Source: an optimization exercise on an open RTL-to-GDS flow (aim: small area and a short achievable clock period). Production flows keep margins and buffers that such runs may drop. The RTL was checked by simulation tests, not by an equivalence proof against the original design. No activity file was given, so power comes from the tool's default toggle rates.

==> flow/design.v (outline; a module is shown in full before it is edited, if it fits) <==
// module red_ew_alu: 835 lines
module red_ew_alu (
    input  wire        clk,
    input  wire        rst,        
    input  wire        in_valid,
    input  wire [7:0]  op,
    input  wire [23:0] p0,
    input  wire [23:0] p1,
    input  wire [23:0] p2,
    input  wire [23:0] a,
    input  wire        a_ok,
    input  wire [23:0] b,
    input  wire        b_ok,
    input  wire [23:0] c,
    input  wire        c_ok,
    output reg         out_valid,
    output reg  [23:0] y,
    output reg         y_ok,
    output reg         nsat
);
  // ...
==> flow/flow/run.sh <==
#!/bin/bash
set -euo pipefail
DU=$(make -s -C "$FLOW_HOME" DESIGN_CONFIG="$PWD/config.mk" print-DONT_USE_CELLS 2>make_print.log | sed -n 's/^DONT_USE_CELLS: //p')
case "$DU" in
  *sky130_fd_sc_hd__probe_p_8*) ;;
  *) echo "could not read the platform's DONT_USE_CELLS" >&2; exit 1 ;;
esac
DU="$DU sky130_fd_sc_hd__clkdlybuf4s15_1 sky130_fd_sc_hd__clkdlybuf4s15_2 sky130_fd_sc_hd__clkdlybuf4s18_1 sky130_fd_sc_hd__clkdlybuf4s18_2 sky130_fd_sc_hd__clkdlybuf4s25_1 sky130_fd_sc_hd__clkdlybuf4s25_2 sky130_fd_sc_hd__clkdlybuf4s50_1 sky130_fd_sc_hd__clkdlybuf4s50_2"
echo "DONT_USE_CELLS=$DU" > dont_use.txt
bash standard.sh SETUP_SLACK_MARGIN=9 "DONT_USE_CELLS=$DU" "SYNTH_OPERATIONS_ARGS=-extra-map $FLOW_HOME/platforms/common/lcu_kogge_stone.v -noabc" finish > standard.log 2>&1
==> flow/standard.sh <==
#!/bin/bash
# synth_recipe.tcl (not shown) runs the flow's synth.tcl, then flattens the netlist and writes it again
# the make line also repeats each setting of config.mk as NAME=value (left out here)
make -C /OpenROAD-flow-scripts/flow DESIGN_CONFIG=/design/flow/config.mk WORK_HOME=/design/flow/orfs CLKGATE_MAP_FILE= SYNTH_SCRIPT=/design/flow/synth_recipe.tcl "${@:-finish}"
==> flow/config.mk <==
export PLATFORM = sky130hd
export DESIGN_NAME = red_ew_alu
export DESIGN_NICKNAME = red_ew_alu
export VERILOG_FILES = /design/flow/design.v
export SDC_FILE = /design/flow/constraint.sdc
export NUM_CORES = 4
export LEC_CHECK = 0
export ABC_AREA = 1
export CAP_MARGIN = 20
export CORE_MARGIN = 2
export CORE_UTILIZATION = 40
export CTS_CLUSTER_DIAMETER = 80
export CTS_CLUSTER_SIZE = 20
export SLEW_MARGIN = 20
==> flow/constraint.sdc <==
create_clock -name core_clock -period 13.0 [get_ports {clk}]
set_input_delay 2.6000 -clock core_clock [delete_from_list [all_inputs] [get_ports {clk}]]
set_output_delay 2.6000 -clock core_clock [all_outputs]
set_load 0.01 [all_outputs]
==> impl_metrics.csv, run 1 <==
group,metric,value,unit
outcome,outcome,"finished clean",
global_route,grt_pass1_wl,163,mm
route,first_pass_iters,8,
route,top_layer,"met5",
synth,yosys_warnings,1,
layout,multi_input_area_share,0.652,
synth,synth_top_cells_by_count,"963 x nand2_1, 404 x inv_1, 315 x xor2_1, 302 x o22ai_1, 299 x dfxtp_1",
clock_tree,htreeDepth,1,
critical_path,arrival,4440,ps
synth,synth_top_area_share,0.203,
worst_hold_path,hold_start,"yp_2[5]",
synth,synthAdderAreaFrac,0.221,
clock_tree,clockRootBuffer,"clkbuf_16",
placed_design,hpwl,79.8,mm
global_route,grt_pass1_vias,27600,
clock_tree,clock_path_buffers,3,
critical_path,cp_top_family,"adder cells",
layout,buffers,325,
synth,yosysTopAreaCell,"dfxtp_1",
critical_path,crit_path_end_kind,"flip-flop",
global_route,use_met2,0.451,
critical_path,rr_endpoint,"csa_s_2[21]",
pwr,p_comb,0.00417,W
pwr,p_per_area,188,nW/um^2
synth,synth_xor_area_frac,0.103,
pwr,swShare,0.523,
layout,clk_share,0.0225,
die,n_tap_cell,959,
==> run 2: changes to the inputs <==
--- a/flow/design.v
+++ b/flow/design.v
@@ -38,92 +38,88 @@
     reg         ok_0;
     always @(*) begin
         ok_0 = a_ok & b_ok;
         if (is_scale | is_abs | is_clamp | is_not)
             ok_0 = a_ok;
         if (is_sel)
             ok_0 = c_ok & (c_nz ? a_ok : b_ok);
         m_0 = (is_scale | is_clamp) ? p0 : is_mul ? b : {{23{is_abs & a[23]}}, 1'b1};
-        yy_0 = (is_scale | is_clamp) ? p1 : b;
+        yy_0 = (is_scale | is_clamp) ? p1 : (is_mul | is_abs) ? 24'd0 : b;
         sh_0 = is_scale ? p2[4:0] : is_mul ? p0[4:0] : 5'd0;
     end
-    wire en_0   = (is_add | is_sub | is_scale | is_mul | is_abs) & ok_0;   
-    wire inv_0  = is_sub & ok_0;             
+    wire en_0   = is_add | is_sub | is_scale | is_mul | is_abs;   
+    wire inv_0  = is_sub;                    
     wire selx_0 = is_sel & c_nz;             
-    wire yz_0   = is_mul | is_abs;           
-    wire [3:0] opc_0 = opc;                  
-    wire [2:0] rel_0 = p0[2:0];              
+    wire cl_0   = is_clamp;
+    wire cv_0   = is_min | is_max | is_cmp;  
+    wire bl_0   = is_and | is_or | is_not;   
+    reg  [5:0] ct_0;
+    always @(*) begin
+        ct_0 = 6'd0;
+        if (is_min)      ct_0 = {2'd2, 2'd3, 2'd3};
+        else if (is_max) ct_0 = {2'd3, 2'd2, 2'd2};
+        else if (is_and) ct_0 = 6'b00_1000;
+        else if (is_or)  ct_0 = 6'b00_1110;
+        else if (is_not) ct_0 = 6'b00_0011;
+        else case (p0[2:0])
+            3'd0:    ct_0 = {2'd0, 2'd1, 2'd0};
+            3'd1:    ct_0 = {2'd1, 2'd0, 2'd1};
+            3'd2:    ct_0 = {2'd1, 2'd0, 2'd0};
+            3'd3:    ct_0 = {2'd1, 2'd1, 2'd0};
+            3'd4:    ct_0 = {2'd0, 2'd0, 2'd1};
+            default: ct_0 = {2'd0, 2'd1, 2'd1};
+        endcase
+    end
     reg  [23:0] x_1;
     reg  [23:0] m_1;
     reg  [23:0] yy_1;
     reg  [4:0] sh_1;
     reg  ok_1;
     reg  en_1;
     reg  inv_1;
-    reg  yz_1;
     reg  selx_1;
-    reg  [3:0] opc_1;
-    reg  [2:0] rel_1;
+    reg  cl_1;
+    reg  cv_1;
+    reg  bl_1;
+    reg  [5:0] ct_1;
     always @(posedge clk) begin
         x_1 <= x_0;
         m_1 <= m_0;
         yy_1 <= yy_0;
         sh_1 <= sh_0;
         ok_1 <= ok_0;
         en_1 <= en_0;
         inv_1 <= inv_0;
-        yz_1 <= yz_0;
         selx_1 <= selx_0;
-        opc_1 <= opc_0;
-        rel_1 <= rel_0;
-    end
-    wire cl_1 = opc_1 == 4'h5;                                     
-    wire cv_1 = (opc_1 == 4'h6) | (opc_1 == 4'h7) | (opc_1 == 4'h9);    
-    wire bl_1 = (opc_1 == 4'hA) | (opc_1 == 4'hB) | (opc_1 == 4'hC);    
-    reg  [5:0] ct_1;
-    always @(*) begin
-        case (opc_1)
-            4'h6:    ct_1 = {2'd2, 2'd3, 2'd3};
-            4'h7:    ct_1 = {2'd3, 2'd2, 2'd2};
-            4'hA:    ct_1 = 6'b00_1000;
-            4'hB:    ct_1 = 6'b00_1110;
-            4'hC:    ct_1 = 6'b00_0011;
-            default: case (rel_1)
-                3'd0:    ct_1 = {2'd0, 2'd1, 2'd0};
-                3'd1:    ct_1 = {2'd1, 2'd0, 2'd1};
-                3'd2:    ct_1 = {2'd1, 2'd0, 2'd0};
-                3'd3:    ct_1 = {2'd1, 2'd1, 2'd0};
-                3'd4:    ct_1 = {2'd0, 2'd0, 2'd1};
-                default: ct_1 = {2'd0, 2'd1, 2'd1};
-            endcase
-        endcase
+        cl_1 <= cl_0;
+        cv_1 <= cv_0;
+        bl_1 <= bl_0;
+        ct_1 <= ct_0;
     end
     wire signed [23:0] xs_1 = x_1;
     wire signed [23:0] ms_1 = m_1;
     wire signed [23:0] ys_1 = yy_1;
     wire lt_lo = xs_1 < ms_1;     
     wire lt_ab = xs_1 < ys_1;     
     wire eq_ab = x_1 == yy_1;
     wire [1:0] cc = lt_ab ? ct_1[5:4] : eq_ab ? ct_1[3:2] : ct_1[1:0];
     wire bt = ct_1[{|x_1, |yy_1}];
     reg  [23:0] yp_1;
     always @(*) begin
-        if (!ok_1)
-            yp_1 = 24'd0;
-        else if (cl_1)
+        if (cl_1)
             yp_1 = lt_lo ? m_1 : (!lt_ab && !eq_ab) ? yy_1 : x_1;
         else if (cv_1)
             yp_1 = cc[1] ? (cc[0] ? yy_1 : x_1) : {23'd0, cc[0]};
         else if (bl_1)
             yp_1 = {23'd0, bt};
         else if (selx_1)
             yp_1 = x_1;
         else
-            yp_1 = (yy_1 & {24{~yz_1}}) ^ {24{inv_1}};
+            yp_1 = yy_1 ^ {24{inv_1}};
     end
     wire [23:0] xg = x_1 & {24{en_1}};
     wire [24:0] xe = {xg[23], xg};
     wire [11:0] bneg, bone, btwo;
     wire [24:0] pp0;
     assign bneg[0] = m_1[1];
     assign bone[0] = m_1[0] ^ 1'b0;
     assign btwo[0] = (m_1[1] & ~m_1[0] & ~1'b0) | (~m_1[1] & m_1[0] & 1'b0);
@@ -654,120 +650,253 @@
     assign fs435 = pp11[18] ^ hc358 ^ fc356;
     assign fc436 = (pp11[18] & hc358) | (pp11[18] & fc356) | (hc358 & fc356);
     assign fs437 = pp10[21] ^ pp11[19] ^ hs361;
     assign fc438 = (pp10[21] & pp11[19]) | (pp10[21] & hs361) | (pp11[19] & hs361);
     assign fs439 = ~pp9[24] ^ pp10[22] ^ pp11[20];
     assign fc440 = (~pp9[24] & pp10[22]) | (~pp9[24] & pp11[20]) | (pp10[22] & pp11[20]);
     assign hs441 = 1'b1 ^ pp10[23];
     assign hc442 = 1'b1 & pp10[23];
-    assign hs443 = inv_1 ^ bneg[0];
-    assign hc444 = inv_1 & bneg[0];
-    assign hs445 = bneg[1] ^ pp0[2];
-    assign hc446 = bneg[1] & pp0[2];
-    assign hs447 = pp0[3] ^ pp1[1];
-    assign hc448 = pp0[3] & pp1[1];
-    assign fs449 = pp1[2] ^ pp2[0] ^ hs363;
-    assign fc450 = (pp1[2] & pp2[0]) | (pp1[2] & hs363) | (pp2[0] & hs363);
-    assign fs451 = pp2[1] ^ hc364 ^ hs365;
-    assign fc452 = (pp2[1] & hc364) | (pp2[1] & hs365) | (hc364 & hs365);
-    assign fs453 = hc366 ^ hs227 ^ fs367;
-    assign fc454 = (hc366 & hs227) | (hc366 & fs367) | (hs227 & fs367);
-    assign fs455 = hs229 ^ fc368 ^ fs369;
-    assign fc456 = (hs229 & fc368) | (hs229 & fs369) | (fc368 & fs369);
-    assign fs457 = fs231 ^ fc370 ^ fs371;
-    assign fc458 = (fs231 & fc370) | (fs231 & fs371) | (fc370 & fs371);
-    assign fs459 = fs235 ^ fc372 ^ fs373;
-    assign fc460 = (fs235 & fc372) | (fs235 & fs373) | (fc372 & fs373);
-    assign fs461 = fs241 ^ fc374 ^ fs375;
-    assign fc462 = (fs241 & fc374) | (fs241 & fs375) | (fc374 & fs375);
-    assign fs463 = fs245 ^ fc376 ^ fs377;
-    assign fc464 = (fs245 & fc376) | (fs245 & fs377) | (fc376 & fs377);
-    assign fs465 = fs249 ^ fc378 ^ fs379;
-    assign fc466 = (fs249 & fc378) | (fs249 & fs379) | (fc378 & fs379);
-    assign fs467 = fs253 ^ fc380 ^ fs381;
-    assign fc468 = (fs253 & fc380) | (fs253 & fs381) | (fc380 & fs381);
-    assign fs469 = fs257 ^ fc382 ^ fs383;
-    assign fc470 = (fs257 & fc382) | (fs257 & fs383) | (fc382 & fs383);
-    assign fs471 = fs261 ^ fc384 ^ fs385;
-    assign fc472 = (fs261 & fc384) | (fs261 & fs385) | (fc384 & fs385);
-    assign fs473 = fs265 ^ fc386 ^ fs387;
-    assign fc474 = (fs265 & fc386) | (fs265 & fs387) | (fc386 & fs387);
-    assign fs475 = fs269 ^ fc388 ^ fs389;
-    assign fc476 = (fs269 & fc388) | (fs269 & fs389) | (fc388 & fs389);
-    assign fs477 = fs273 ^ fc390 ^ fs391;
-    assign fc478 = (fs273 & fc390) | (fs273 & fs391) | (fc390 & fs391);
-    assign fs479 = fs277 ^ fc392 ^ fs393;
-    assign fc480 = (fs277 & fc392) | (fs277 & fs393) | (fc392 & fs393);
-    assign fs481 = fs281 ^ fc394 ^ fs395;
-    assign fc482 = (fs281 & fc394) | (fs281 & fs395) | (fc394 & fs395);
-    assign fs483 = fs285 ^ fc396 ^ fs397;
-    assign fc484 = (fs285 & fc396) | (fs285 & fs397) | (fc396 & fs397);
-    assign fs485 = fs289 ^ fc398 ^ fs399;
-    assign fc486 = (fs289 & fc398) | (fs289 & fs399) | (fc398 & fs399);
-    assign fs487 = fs293 ^ fc400 ^ fs401;
-    assign fc488 = (fs293 & fc400) | (fs293 & fs401) | (fc400 & fs401);
-    assign fs489 = fs297 ^ fc402 ^ fs403;
-    assign fc490 = (fs297 & fc402) | (fs297 & fs403) | (fc402 & fs403);
-    assign fs491 = fs301 ^ fc404 ^ fs405;
-    assign fc492 = (fs301 & fc404) | (fs301 & fs405) | (fc404 & fs405);
-    assign fs493 = fs305 ^ fc406 ^ fs407;
-    assign fc494 = (fs305 & fc406) | (fs305 & fs407) | (fc406 & fs407);
-    assign fs495 = fs309 ^ fc408 ^ fs409;
-    assign fc496 = (fs309 & fc408) | (fs309 & fs409) | (fc408 & fs409);
-    assign fs497 = fs313 ^ fc410 ^ fs411;
-    assign fc498 = (fs313 & fc410) | (fs313 & fs411) | (fc410 & fs411);
-    assign fs499 = fs317 ^ fc412 ^ fs413;
-    assign fc500 = (fs317 & fc412) | (fs317 & fs413) | (fc412 & fs413);
-    assign fs501 = fs321 ^ fc414 ^ fs415;
-    assign fc502 = (fs321 & fc414) | (fs321 & fs415) | (fc414 & fs415);
-    assign fs503 = fs325 ^ fc416 ^ fs417;
-    assign fc504 = (fs325 & fc416) | (fs325 & fs417) | (fc416 & fs417);
-    assign fs505 = fc326 ^ fs419 ^ fc418;
-    assign fc506 = (fc326 & fs419) | (fc326 & fc418) | (fs419 & fc418);
-    assign fs507 = fc330 ^ fs421 ^ fc420;
-    assign fc508 = (fc330 & fs421) | (fc330 & fc420) | (fs421 & fc420);
-    assign fs509 = fc334 ^ fs423 ^ fc422;
-    assign fc510 = (fc334 & fs423) | (fc334 & fc422) | (fs423 & fc422);
-    assign fs511 = fs341 ^ fc424 ^ fs425;
-    assign fc512 = (fs341 & fc424) | (fs341 & fs425) | (fc424 & fs425);
-    assign fs513 = fs345 ^ fc426 ^ fs427;
-    assign fc514 = (fs345 & fc426) | (fs345 & fs427) | (fc426 & fs427);
-    assign fs515 = fc346 ^ fc428 ^ fs429;
-    assign fc516 = (fc346 & fc428) | (fc346 & fs429) | (fc428 & fs429);
-    assign fs517 = fc350 ^ fs431 ^ fc430;
-    assign fc518 = (fc350 & fs431) | (fc350 & fc430) | (fs431 & fc430);
-    assign fs519 = fc354 ^ fs433 ^ fc432;
-    assign fc520 = (fc354 & fs433) | (fc354 & fc432) | (fs433 & fc432);
-    assign fs521 = fs359 ^ fs435 ^ fc434;
-    assign fc522 = (fs359 & fs435) | (fs359 & fc434) | (fs435 & fc434);
-    assign fs523 = fc360 ^ fs437 ^ fc436;
-    assign fc524 = (fc360 & fs437) | (fc360 & fc436) | (fs437 & fc436);
-    assign fs525 = hc362 ^ fs439 ^ fc438;
-    assign fc526 = (hc362 & fs439) | (hc362 & fc438) | (fs439 & fc438);
-    assign fs527 = pp11[21] ^ hs441 ^ fc440;
-    assign fc528 = (pp11[21] & hs441) | (pp11[21] & fc440) | (hs441 & fc440);
-    assign fs529 = ~pp10[24] ^ pp11[22] ^ hc442;
-    assign fc530 = (~pp10[24] & pp11[22]) | (~pp10[24] & hc442) | (pp11[22] & hc442);
-    assign hs531 = 1'b1 ^ pp11[23];
-    assign hc532 = 1'b1 & pp11[23];
-    wire [47:0] csa_s_1 = {1'b1, ~pp11[24], hs531, fs529, fs527, fs525, fs523, fs521, fs519, fs517, fs515, fs513, fs511, fs509, fs507, fs505, fs503, fs501, fs499, fs497, fs495, fs493, fs491, fs489, fs487, fs485, fs483, fs481, fs479, fs477, fs475, fs473, fs471, fs469, fs467, fs465, fs463, fs461, fs459, fs457, fs455, fs453, fs451, fs449, hs447, pp1[0], pp0[1], pp0[0]};
-    wire [47:0] csa_c_1 = {1'b0, hc532, fc530, fc528, fc526, fc524, fc522, fc520, fc518, fc516, fc514, fc512, fc510, fc508, fc506, fc504, fc502, fc500, fc498, fc496, fc494, fc492, fc490, fc488, fc486, fc484, fc482, fc480, fc478, fc476, fc474, fc472, fc470, fc468, fc466, fc464, fc462, fc460, fc458, fc456, fc454, fc452, fc450, hc448, hc446, hs445, hc444, hs443};
-    reg  [47:0] csa_s_2;
-    reg  [47:0] csa_c_2;
+    wire [133:0] tb_1;
+    assign tb_1[0] = inv_1;
+    assign tb_1[1] = bneg[0];
+    assign tb_1[2] = pp0[0];
+    assign tb_1[3] = pp0[1];
+    assign tb_1[4] = bneg[1];
+    assign tb_1[5] = pp0[2];
+    assign tb_1[6] = pp1[0];
+    assign tb_1[7] = pp0[3];
+    assign tb_1[8] = pp1[1];
+    assign tb_1[9] = pp1[2];
+    assign tb_1[10] = pp2[0];
+    assign tb_1[11] = hs363;
+    assign tb_1[12] = pp2[1];
+    assign tb_1[13] = hs365;
+    assign tb_1[14] = hc364;
+    assign tb_1[15] = hs227;
+    assign tb_1[16] = fs367;
+    assign tb_1[17] = hc366;
+    assign tb_1[18] = hs229;
+    assign tb_1[19] = fs369;
+    assign tb_1[20] = fc368;
+    assign tb_1[21] = fs231;
+    assign tb_1[22] = fs371;
+    assign tb_1[23] = fc370;
+    assign tb_1[24] = fs235;
+    assign tb_1[25] = fs373;
+    assign tb_1[26] = fc372;
+    assign tb_1[27] = fs241;
+    assign tb_1[28] = fs375;
+    assign tb_1[29] = fc374;
+    assign tb_1[30] = fs245;
+    assign tb_1[31] = fs377;
+    assign tb_1[32] = fc376;
+    assign tb_1[33] = fs249;
+    assign tb_1[34] = fs379;
+    assign tb_1[35] = fc378;
+    assign tb_1[36] = fs253;
+    assign tb_1[37] = fs381;
+    assign tb_1[38] = fc380;
+    assign tb_1[39] = fs257;
+    assign tb_1[40] = fs383;
+    assign tb_1[41] = fc382;
+    assign tb_1[42] = fs261;
+    assign tb_1[43] = fs385;
+    assign tb_1[44] = fc384;
+    assign tb_1[45] = fs265;
+    assign tb_1[46] = fs387;
+    assign tb_1[47] = fc386;
+    assign tb_1[48] = fs269;
+    assign tb_1[49] = fs389;
+    assign tb_1[50] = fc388;
+    assign tb_1[51] = fs273;
+    assign tb_1[52] = fs391;
+    assign tb_1[53] = fc390;
+    assign tb_1[54] = fs277;
+    assign tb_1[55] = fs393;
+    assign tb_1[56] = fc392;
+    assign tb_1[57] = fs281;
+    assign tb_1[58] = fs395;
+    assign tb_1[59] = fc394;
+    assign tb_1[60] = fs285;
+    assign tb_1[61] = fs397;
+    assign tb_1[62] = fc396;
+    assign tb_1[63] = fs289;
+    assign tb_1[64] = fs399;
+    assign tb_1[65] = fc398;
+    assign tb_1[66] = fs293;
+    assign tb_1[67] = fs401;
+    assign tb_1[68] = fc400;
+    assign tb_1[69] = fs297;
+    assign tb_1[70] = fs403;
+    assign tb_1[71] = fc402;
+    assign tb_1[72] = fs301;
+    assign tb_1[73] = fs405;
+    assign tb_1[74] = fc404;
+    assign tb_1[75] = fs305;
+    assign tb_1[76] = fs407;
+    assign tb_1[77] = fc406;
+    assign tb_1[78] = fs309;
+    assign tb_1[79] = fs409;
+    assign tb_1[80] = fc408;
+    assign tb_1[81] = fs313;
+    assign tb_1[82] = fs411;
+    assign tb_1[83] = fc410;
+    assign tb_1[84] = fs317;
+    assign tb_1[85] = fs413;
+    assign tb_1[86] = fc412;
+    assign tb_1[87] = fs321;
+    assign tb_1[88] = fs415;
+    assign tb_1[89] = fc414;
+    assign tb_1[90] = fs325;
+    assign tb_1[91] = fs417;
+    assign tb_1[92] = fc416;
+    assign tb_1[93] = fc326;
+    assign tb_1[94] = fs419;
+    assign tb_1[95] = fc418;
+    assign tb_1[96] = fc330;
+    assign tb_1[97] = fs421;
+    assign tb_1[98] = fc420;
+    assign tb_1[99] = fc334;
+    assign tb_1[100] = fs423;
+    assign tb_1[101] = fc422;
+    assign tb_1[102] = fs341;
+    assign tb_1[103] = fs425;
+    assign tb_1[104] = fc424;
+    assign tb_1[105] = fs345;
+    assign tb_1[106] = fs427;
+    assign tb_1[107] = fc426;
+    assign tb_1[108] = fc346;
+    assign tb_1[109] = fs429;
+    assign tb_1[110] = fc428;
+    assign tb_1[111] = fc350;
+    assign tb_1[112] = fs431;
+    assign tb_1[113] = fc430;
+    assign tb_1[114] = fc354;
+    assign tb_1[115] = fs433;
+    assign tb_1[116] = fc432;
+    assign tb_1[117] = fs359;
+    assign tb_1[118] = fs435;
+    assign tb_1[119] = fc434;
+    assign tb_1[120] = fc360;
+    assign tb_1[121] = fs437;
+    assign tb_1[122] = fc436;
+    assign tb_1[123] = hc362;
+    assign tb_1[124] = fs439;
+    assign tb_1[125] = fc438;
+    assign tb_1[126] = pp11[21];
+    assign tb_1[127] = hs441;
+    assign tb_1[128] = fc440;
+    assign tb_1[129] = ~pp10[24];
+    assign tb_1[130] = pp11[22];
+    assign tb_1[131] = hc442;
+    assign tb_1[132] = pp11[23];
+    assign tb_1[133] = ~pp11[24];
+    reg  [133:0] tb_2;
     reg  [23:0] yp_2;
     reg  [4:0] sh_2;
     reg  ok_2;
     always @(posedge clk) begin
-        csa_s_2 <= csa_s_1;
-        csa_c_2 <= csa_c_1;
+        tb_2 <= tb_1;
         yp_2 <= yp_1;
         sh_2 <= sh_1;
         ok_2 <= ok_1;
     end
+    assign hs443 = tb_2[0] ^ tb_2[1];
+    assign hc444 = tb_2[0] & tb_2[1];
+    assign hs445 = tb_2[4] ^ tb_2[5];
+    assign hc446 = tb_2[4] & tb_2[5];
+    assign hs447 = tb_2[7] ^ tb_2[8];
+    assign hc448 = tb_2[7] & tb_2[8];
+    assign fs449 = tb_2[9] ^ tb_2[10] ^ tb_2[11];
+    assign fc450 = (tb_2[9] & tb_2[10]) | (tb_2[9] & tb_2[11]) | (tb_2[10] & tb_2[11]);
+    assign fs451 = tb_2[12] ^ tb_2[13] ^ tb_2[14];
+    assign fc452 = (tb_2[12] & tb_2[13]) | (tb_2[12] & tb_2[14]) | (tb_2[13] & tb_2[14]);
+    assign fs453 = tb_2[15] ^ tb_2[16] ^ tb_2[17];
+    assign fc454 = (tb_2[15] & tb_2[16]) | (tb_2[15] & tb_2[17]) | (tb_2[16] & tb_2[17]);
+    assign fs455 = tb_2[18] ^ tb_2[19] ^ tb_2[20];
+    assign fc456 = (tb_2[18] & tb_2[19]) | (tb_2[18] & tb_2[20]) | (tb_2[19] & tb_2[20]);
+    assign fs457 = tb_2[21] ^ tb_2[22] ^ tb_2[23];
+    assign fc458 = (tb_2[21] & tb_2[22]) | (tb_2[21] & tb_2[23]) | (tb_2[22] & tb_2[23]);
+    assign fs459 = tb_2[24] ^ tb_2[25] ^ tb_2[26];
+    assign fc460 = (tb_2[24] & tb_2[25]) | (tb_2[24] & tb_2[26]) | (tb_2[25] & tb_2[26]);
+    assign fs461 = tb_2[27] ^ tb_2[28] ^ tb_2[29];
+    assign fc462 = (tb_2[27] & tb_2[28]) | (tb_2[27] & tb_2[29]) | (tb_2[28] & tb_2[29]);
+    assign fs463 = tb_2[30] ^ tb_2[31] ^ tb_2[32];
+    assign fc464 = (tb_2[30] & tb_2[31]) | (tb_2[30] & tb_2[32]) | (tb_2[31] & tb_2[32]);
+    assign fs465 = tb_2[33] ^ tb_2[34] ^ tb_2[35];
+    assign fc466 = (tb_2[33] & tb_2[34]) | (tb_2[33] & tb_2[35]) | (tb_2[34] & tb_2[35]);
+    assign fs467 = tb_2[36] ^ tb_2[37] ^ tb_2[38];
+    assign fc468 = (tb_2[36] & tb_2[37]) | (tb_2[36] & tb_2[38]) | (tb_2[37] & tb_2[38]);
+    assign fs469 = tb_2[39] ^ tb_2[40] ^ tb_2[41];
+    assign fc470 = (tb_2[39] & tb_2[40]) | (tb_2[39] & tb_2[41]) | (tb_2[40] & tb_2[41]);
+    assign fs471 = tb_2[42] ^ tb_2[43] ^ tb_2[44];
+    assign fc472 = (tb_2[42] & tb_2[43]) | (tb_2[42] & tb_2[44]) | (tb_2[43] & tb_2[44]);
+    assign fs473 = tb_2[45] ^ tb_2[46] ^ tb_2[47];
+    assign fc474 = (tb_2[45] & tb_2[46]) | (tb_2[45] & tb_2[47]) | (tb_2[46] & tb_2[47]);
+    assign fs475 = tb_2[48] ^ tb_2[49] ^ tb_2[50];
+    assign fc476 = (tb_2[48] & tb_2[49]) | (tb_2[48] & tb_2[50]) | (tb_2[49] & tb_2[50]);
+    assign fs477 = tb_2[51] ^ tb_2[52] ^ tb_2[53];
+    assign fc478 = (tb_2[51] & tb_2[52]) | (tb_2[51] & tb_2[53]) | (tb_2[52] & tb_2[53]);
+    assign fs479 = tb_2[54] ^ tb_2[55] ^ tb_2[56];
+    assign fc480 = (tb_2[54] & tb_2[55]) | (tb_2[54] & tb_2[56]) | (tb_2[55] & tb_2[56]);
+    assign fs481 = tb_2[57] ^ tb_2[58] ^ tb_2[59];
+    assign fc482 = (tb_2[57] & tb_2[58]) | (tb_2[57] & tb_2[59]) | (tb_2[58] & tb_2[59]);
+    assign fs483 = tb_2[60] ^ tb_2[61] ^ tb_2[62];
+    assign fc484 = (tb_2[60] & tb_2[61]) | (tb_2[60] & tb_2[62]) | (tb_2[61] & tb_2[62]);
+    assign fs485 = tb_2[63] ^ tb_2[64] ^ tb_2[65];
+    assign fc486 = (tb_2[63] & tb_2[64]) | (tb_2[63] & tb_2[65]) | (tb_2[64] & tb_2[65]);
+    assign fs487 = tb_2[66] ^ tb_2[67] ^ tb_2[68];
+    assign fc488 = (tb_2[66] & tb_2[67]) | (tb_2[66] & tb_2[68]) | (tb_2[67] & tb_2[68]);
+    assign fs489 = tb_2[69] ^ tb_2[70] ^ tb_2[71];
+    assign fc490 = (tb_2[69] & tb_2[70]) | (tb_2[69] & tb_2[71]) | (tb_2[70] & tb_2[71]);
+    assign fs491 = tb_2[72] ^ tb_2[73] ^ tb_2[74];
+    assign fc492 = (tb_2[72] & tb_2[73]) | (tb_2[72] & tb_2[74]) | (tb_2[73] & tb_2[74]);
+    assign fs493 = tb_2[75] ^ tb_2[76] ^ tb_2[77];
+    assign fc494 = (tb_2[75] & tb_2[76]) | (tb_2[75] & tb_2[77]) | (tb_2[76] & tb_2[77]);
+    assign fs495 = tb_2[78] ^ tb_2[79] ^ tb_2[80];
+    assign fc496 = (tb_2[78] & tb_2[79]) | (tb_2[78] & tb_2[80]) | (tb_2[79] & tb_2[80]);
+    assign fs497 = tb_2[81] ^ tb_2[82] ^ tb_2[83];
+    assign fc498 = (tb_2[81] & tb_2[82]) | (tb_2[81] & tb_2[83]) | (tb_2[82] & tb_2[83]);
+    assign fs499 = tb_2[84] ^ tb_2[85] ^ tb_2[86];
+    assign fc500 = (tb_2[84] & tb_2[85]) | (tb_2[84] & tb_2[86]) | (tb_2[85] & tb_2[86]);
+    assign fs501 = tb_2[87] ^ tb_2[88] ^ tb_2[89];
+    assign fc502 = (tb_2[87] & tb_2[88]) | (tb_2[87] & tb_2[89]) | (tb_2[88] & tb_2[89]);
+    assign fs503 = tb_2[90] ^ tb_2[91] ^ tb_2[92];
+    assign fc504 = (tb_2[90] & tb_2[91]) | (tb_2[90] & tb_2[92]) | (tb_2[91] & tb_2[92]);
+    assign fs505 = tb_2[93] ^ tb_2[94] ^ tb_2[95];
+    assign fc506 = (tb_2[93] & tb_2[94]) | (tb_2[93] & tb_2[95]) | (tb_2[94] & tb_2[95]);
+    assign fs507 = tb_2[96] ^ tb_2[97] ^ tb_2[98];
+    assign fc508 = (tb_2[96] & tb_2[97]) | (tb_2[96] & tb_2[98]) | (tb_2[97] & tb_2[98]);
+    assign fs509 = tb_2[99] ^ tb_2[100] ^ tb_2[101];
+    assign fc510 = (tb_2[99] & tb_2[100]) | (tb_2[99] & tb_2[101]) | (tb_2[100] & tb_2[101]);
+    assign fs511 = tb_2[102] ^ tb_2[103] ^ tb_2[104];
+    assign fc512 = (tb_2[102] & tb_2[103]) | (tb_2[102] & tb_2[104]) | (tb_2[103] & tb_2[104]);
+    assign fs513 = tb_2[105] ^ tb_2[106] ^ tb_2[107];
+    assign fc514 = (tb_2[105] & tb_2[106]) | (tb_2[105] & tb_2[107]) | (tb_2[106] & tb_2[107]);
+    assign fs515 = tb_2[108] ^ tb_2[109] ^ tb_2[110];
+    assign fc516 = (tb_2[108] & tb_2[109]) | (tb_2[108] & tb_2[110]) | (tb_2[109] & tb_2[110]);
+    assign fs517 = tb_2[111] ^ tb_2[112] ^ tb_2[113];
+    assign fc518 = (tb_2[111] & tb_2[112]) | (tb_2[111] & tb_2[113]) | (tb_2[112] & tb_2[113]);
+    assign fs519 = tb_2[114] ^ tb_2[115] ^ tb_2[116];
+    assign fc520 = (tb_2[114] & tb_2[115]) | (tb_2[114] & tb_2[116]) | (tb_2[115] & tb_2[116]);
+    assign fs521 = tb_2[117] ^ tb_2[118] ^ tb_2[119];
+    assign fc522 = (tb_2[117] & tb_2[118]) | (tb_2[117] & tb_2[119]) | (tb_2[118] & tb_2[119]);
+    assign fs523 = tb_2[120] ^ tb_2[121] ^ tb_2[122];
+    assign fc524 = (tb_2[120] & tb_2[121]) | (tb_2[120] & tb_2[122]) | (tb_2[121] & tb_2[122]);
+    assign fs525 = tb_2[123] ^ tb_2[124] ^ tb_2[125];
+    assign fc526 = (tb_2[123] & tb_2[124]) | (tb_2[123] & tb_2[125]) | (tb_2[124] & tb_2[125]);
+    assign fs527 = tb_2[126] ^ tb_2[127] ^ tb_2[128];
+    assign fc528 = (tb_2[126] & tb_2[127]) | (tb_2[126] & tb_2[128]) | (tb_2[127] & tb_2[128]);
+    assign fs529 = tb_2[129] ^ tb_2[130] ^ tb_2[131];
+    assign fc530 = (tb_2[129] & tb_2[130]) | (tb_2[129] & tb_2[131]) | (tb_2[130] & tb_2[131]);
+    assign hs531 = 1'b1 ^ tb_2[132];
+    assign hc532 = 1'b1 & tb_2[132];
+    wire [47:0] csa_s_2 = {1'b1, tb_2[133], hs531, fs529, fs527, fs525, fs523, fs521, fs519, fs517, fs515, fs513, fs511, fs509, fs507, fs505, fs503, fs501, fs499, fs497, fs495, fs493, fs491, fs489, fs487, fs485, fs483, fs481, fs479, fs477, fs475, fs473, fs471, fs469, fs467, fs465, fs463, fs461, fs459, fs457, fs455, fs453, fs451, fs449, hs447, tb_2[6], tb_2[3], tb_2[2]};
+    wire [47:0] csa_c_2 = {1'b0, hc532, fc530, fc528, fc526, fc524, fc522, fc520, fc518, fc516, fc514, fc512, fc510, fc508, fc506, fc504, fc502, fc500, fc498, fc496, fc494, fc492, fc490, fc488, fc486, fc484, fc482, fc480, fc478, fc476, fc474, fc472, fc470, fc468, fc466, fc464, fc462, fc460, fc458, fc456, fc454, fc452, fc450, hc448, hc446, hs445, hc444, hs443};
     wire [47:0] sum_2 = csa_s_2 + csa_c_2;
     wire [47:0] sum_3 = sum_2;
     wire [23:0] yp_3 = yp_2;
     wire [4:0] sh_3 = sh_2;
     wire ok_3 = ok_2;
     wire signed [48:0] sum_ext = {sum_3, 1'b0};
     wire signed [48:0] ext = sum_ext >>> sh_3;
     wire [23:0] lo_3  = ext[24:1];
@@ -823,13 +952,13 @@
         else
             vpipe <= {vpipe[1:0], in_valid};
     end
     always @(posedge clk) begin
         if (rst)
             out_valid <= 1'b0;
         else
             out_valid <= vpipe[2];
-        y    <= res;
+        y    <= ok_4 ? res : 24'd0;
         y_ok <= ok_4;
-        nsat <= ~fits;
+        nsat <= ok_4 & ~fits;
     end
 endmodule
==> flow/flow/run.sh (replaced) <==
#!/bin/bash
set -euo pipefail
DU=$(make -s -C "$FLOW_HOME" DESIGN_CONFIG="$PWD/config.mk" print-DONT_USE_CELLS 2>make_print.log | sed -n 's/^DONT_USE_CELLS: //p')
case "$DU" in
  *sky130_fd_sc_hd__probe_p_8*) ;;
  *) echo "could not read the platform's DONT_USE_CELLS" >&2; exit 1 ;;
esac
DU="$DU sky130_fd_sc_hd__clkdlybuf4s15_1 sky130_fd_sc_hd__clkdlybuf4s15_2 sky130_fd_sc_hd__clkdlybuf4s18_1 sky130_fd_sc_hd__clkdlybuf4s18_2 sky130_fd_sc_hd__clkdlybuf4s25_1 sky130_fd_sc_hd__clkdlybuf4s25_2 sky130_fd_sc_hd__clkdlybuf4s50_1 sky130_fd_sc_hd__clkdlybuf4s50_2"
echo "DONT_USE_CELLS=$DU" > dont_use.txt
bash standard.sh SETUP_SLACK_MARGIN=9.5 "DONT_USE_CELLS=$DU" finish > standard.log 2>&1
==> run 2 against run 1 <==
  * Total power up 85%
  * Sequential power increased by about 20%
  * Critical path depth decreased by 10
  * Synthesized area grew 3.5%
  * Synthesized cell count up 3.3%
  * Utilization up 5.2 points
  * Design area is 16% higher
  * Critical endpoint is now y[11]
==> impl_metrics.csv, run 2 <==
group,metric,value,unit
clock_tree,htreeDepth,1,
synth,synth_top_cells_by_count,"967 x nand2_1, 545 x inv_1, 340 x dfxtp_1, 334 x xor2_1, 279 x o22ai_1",
global_route,grt_pass1_vias,28700,
layout,final_cell_mix,"808 x nand2_1, 525 x inv_1, 322 x xor2_1",
timing,finalSetupTns,0,ps
synth,syn_inst,4201,
layout,final_net_count,5008,
critical_path,crit_slowest_cell,"dfxtp_2",
critical_path,crit_path_end_kind,"output port",
clock_tree,cts_buffers,27,
layout,layout.cells.most_common,"nand2_1",
global_route,grt_start_max_net_pins,59,
clock_tree,hold_buffers,0,
critical_path,cp_top_family,"flip-flops",
route,wl_per_cell,21.3,um
critical_path,path_cells,"buf_6",
timing,period_minus_slack,3650,ps
synth,syn_nets,4741,
placed_design,place.gp.congestion,1.00,
critical_path,critical_path.max_stage_delay,330,ps
synth,synth_area_leaders,"dfxtp_1 22%, fa_1 15%, nand2_1 12%",
global_route,grt_pass1_wl,170,mm
timing,max_freq,274,MHz
layout,area_growth,25.0,%
die,die-area,78500,sq um
layout,n_fill_cell,7196,
critical_path,reg2regPathDepth,21,
synth,yosysTopAreaCell,"dfxtp_1",
die,core_area,75700,sq um
die,initial_core_util,0.403,
pwr,power.leakage,17.6,nW
route,drc_errors,0,
synth,synth_top_area_share,0.223,
critical_path,path_class,"reg2out",
global_route,overflow,0,
layout,drive_above_1_share,0.213,
synth,ys_async_sr_fraction,0,
placed_design,hpwl,82.6,mm
route,postRouteAntennaNets,0,
synth,avgSynthCellArea,7.26,sq um
clock_tree,cts_tree,"done",
critical_path,cp-start-kind,"flip-flop",
global_route,grt.total_usage,0.281,
timing,finClkSkew,19.4,ps
die,die_h,280,um
timing,rsz0062_at_grt,"yes",
clock_tree,cts.sinks,340,
critical_path,cp.depth,1,
layout,final_core_util,0.503,
layout,largest_reg_flops,134,
route,wirelength,117,mm
layout,top_register,"tb_2",
synth,syn_area,30500,sq um
route,num_vias,30600,
critical_path,arrival,1050,ps
timing,max_slew_margin,0.244,
synth,ys_types,54,
route,drt_iter0_drc,2836,
timing,min_period_over_period,0.281,
clock_tree,clockRootBuffer,"clkbuf_16",
placed_design,portBuffers,161,
outcome,outcome,"finished clean",
synth,ys.flop_type,"dfxtp_1",
route,first_pass_iters,8,
critical_path,path_buf_inv,1,
worst_hold_path,holdPathStages,0,
pwr,p_per_area,301,nW/um^2
worst_hold_path,hold_path_class,"reg2reg",
die,die_x,280,um
global_route,antenna_found_initial,3,
clock_tree,clock_path_buffers,3,
timing,hold_viol,0,
die,rows,101,
timing,tightest_slew,1130,ps
flow_run,cap_violations,0,
critical_path,crit_fanout,1,
layout,antenna_cells,0,
timing,slew_violations,0,
die,pin_count,185,
synth,synth_edf_count,0,
clock_tree,clk_latency,610,ps
synth,yosysMostFrequentCell,"nand2_1",
synth,ys_seq_area_frac,0.223,
timing,finalSetupViolations,0,
synth,ys_seq_elements,340,
synth,yosys_warnings,1,
clock_tree,cts.clk_slew.worst_paths,80,ps
critical_path,cp.required,10400,ps
pwr,ir_worst_vdd,191,uV
route,vias_per_cell,5.61,
[run 2: stage by stage]
| stage | cell area [sq um] | power, W | hold slack (ps) | cells | worst slack [ps] |
|---|---|---|---|---|---|
| 6_report | 38100 | 0.0115 | 324 | 5461 | 9350 |
| 5_1_grt | 38100 | 0.0125 | 330 | 5461 | 9250 |
| 4_1_cts | 35100 | 0.0103 | 324 | 5299 | 9310 |
| 3_5_place_dp | 31800 | 0.00833 | 312 | 5172 | 7680 |
| 3_3_place_gp | 31800 | 0.00830 | 312 | 5170 | 7590 |
| 2_1_floorplan | 30700 | 0.00630 | 310 | 4201 | 9480 |
[run 2: power by group]
group / total (W) / switching (W) / internal, W
Combinational: 0.00900 / 0.00565 / 0.00334
Clock: 0.000909 / 0.000443 / 0.000466
Sequential: 0.00156 / 0.000186 / 0.00137
Total: 0.0115 / 0.00628 / 0.00518
[run 2: cell type report]
| type | instances | area (sq um) | area share |
|---|---|---|---|
| multi-input combinational | 3073 | 23900 | 0.628 |
| tap | 978 | 1220 | 0.0321 |
| clock inverter | 16 | 269 | 0.00706 |
| inverter | 564 | 2240 | 0.0588 |
| clock buffer | 28 | 689 | 0.0181 |
| timing repair buffer | 459 | 2830 | 0.0742 |
| timing repair inverter | 3 | 20.0 | 0.000525 |
| sequential | 340 | 6920 | 0.182 |
[run 2: worst paths after layout]
check | start | end | slack, ps
worst max-delay path | y[11] | y[11] | 9350
worst min-delay path | yp_2[20] | yp_4[20] | 320
worst max register to register | tb_2[57] | hm1_4 | 9410
worst min register to register | yp_2[20] | yp_4[20] | 320
[run 2: per-layer routing]
layer | track usage | wire length, um | up-vias | part of all wire
li1 | - | - | 14200 | -
met1 | 0.367 | 46400 | 14300 | 0.40
met2 | 0.451 | 51000 | 1603 | 0.44
met3 | 0.0396 | 10400 | 504 | 0.089
met4 | 0.146 | 8750 | 0 | 0.075
met5 | 0 | 0 | - | 0
[run 2: logic make-up (layout without fill, tap and decap cells)]
logic type,count (synthesis),after routing,share of synthesized area
multiplexers,6,6,0.00197
buffers and inverters,800,1070,0.100
flip-flops,340,340,0.223
adder cells (fa/ha/maj),382,382,0.213
AO/OA/AOI/OAI,803,805,0.152
XOR/XNOR,362,362,0.104
AND/OR/NAND/NOR,1508,1518,0.206
[run 2: repair_timing]
| item | 4_1_cts | 5_1_grt |
|---|---|---|
| setup endpoints to repair | 236 | 135 |
| pin swaps | 58 | 193 |
| resized for setup | 544 | 524 |
| setup buffers | 74 | 151 |
| gates cloned | 9 | 11 |

## static timing again, ports no longer ideal
The flow's constraints put no driver on any port. The routed layouts listed below were extracted and timed again, unchanged, in two steps.
Step 1 (the two cells are an assumption about what drives the block):
set clk [get_ports {clk}]
set_driving_cell -lib_cell sky130_fd_sc_hd__clkbuf_16 $clk
set_driving_cell -lib_cell sky130_fd_sc_hd__buf_2 [delete_from_list [all_inputs] $clk]
Step 2 moves the port delays by t, midway between the first and last clock arrival at a register: inputs arrive t later, outputs are due t later. That takes back most of the time a late clock gives input paths.
Three values: ideal ports, drivers, drivers and shift; two values: the first two.
| run | t (ns) | setup slack, ns | latest minus earliest clock arrival (ns) | worst register clock-pin slew, ns | cell pins on the clock port's net |
|---|---|---|---|---|---|
| run 1 | 0.641 | 9.016 / 9.016 / 8.492 | 0.026 / 0.026 | 0.09 / 0.09 | 1 |
| run 2 | 0.661 | 9.350 / 9.289 / 8.927 | 0.020 / 0.020 | 0.08 / 0.08 | 1 |
After both steps every run listed still meets setup and hold. For run 1, which loses most, drivers alone change the setup slack by 0.000 ns; drivers and shift together by -0.524 ns.
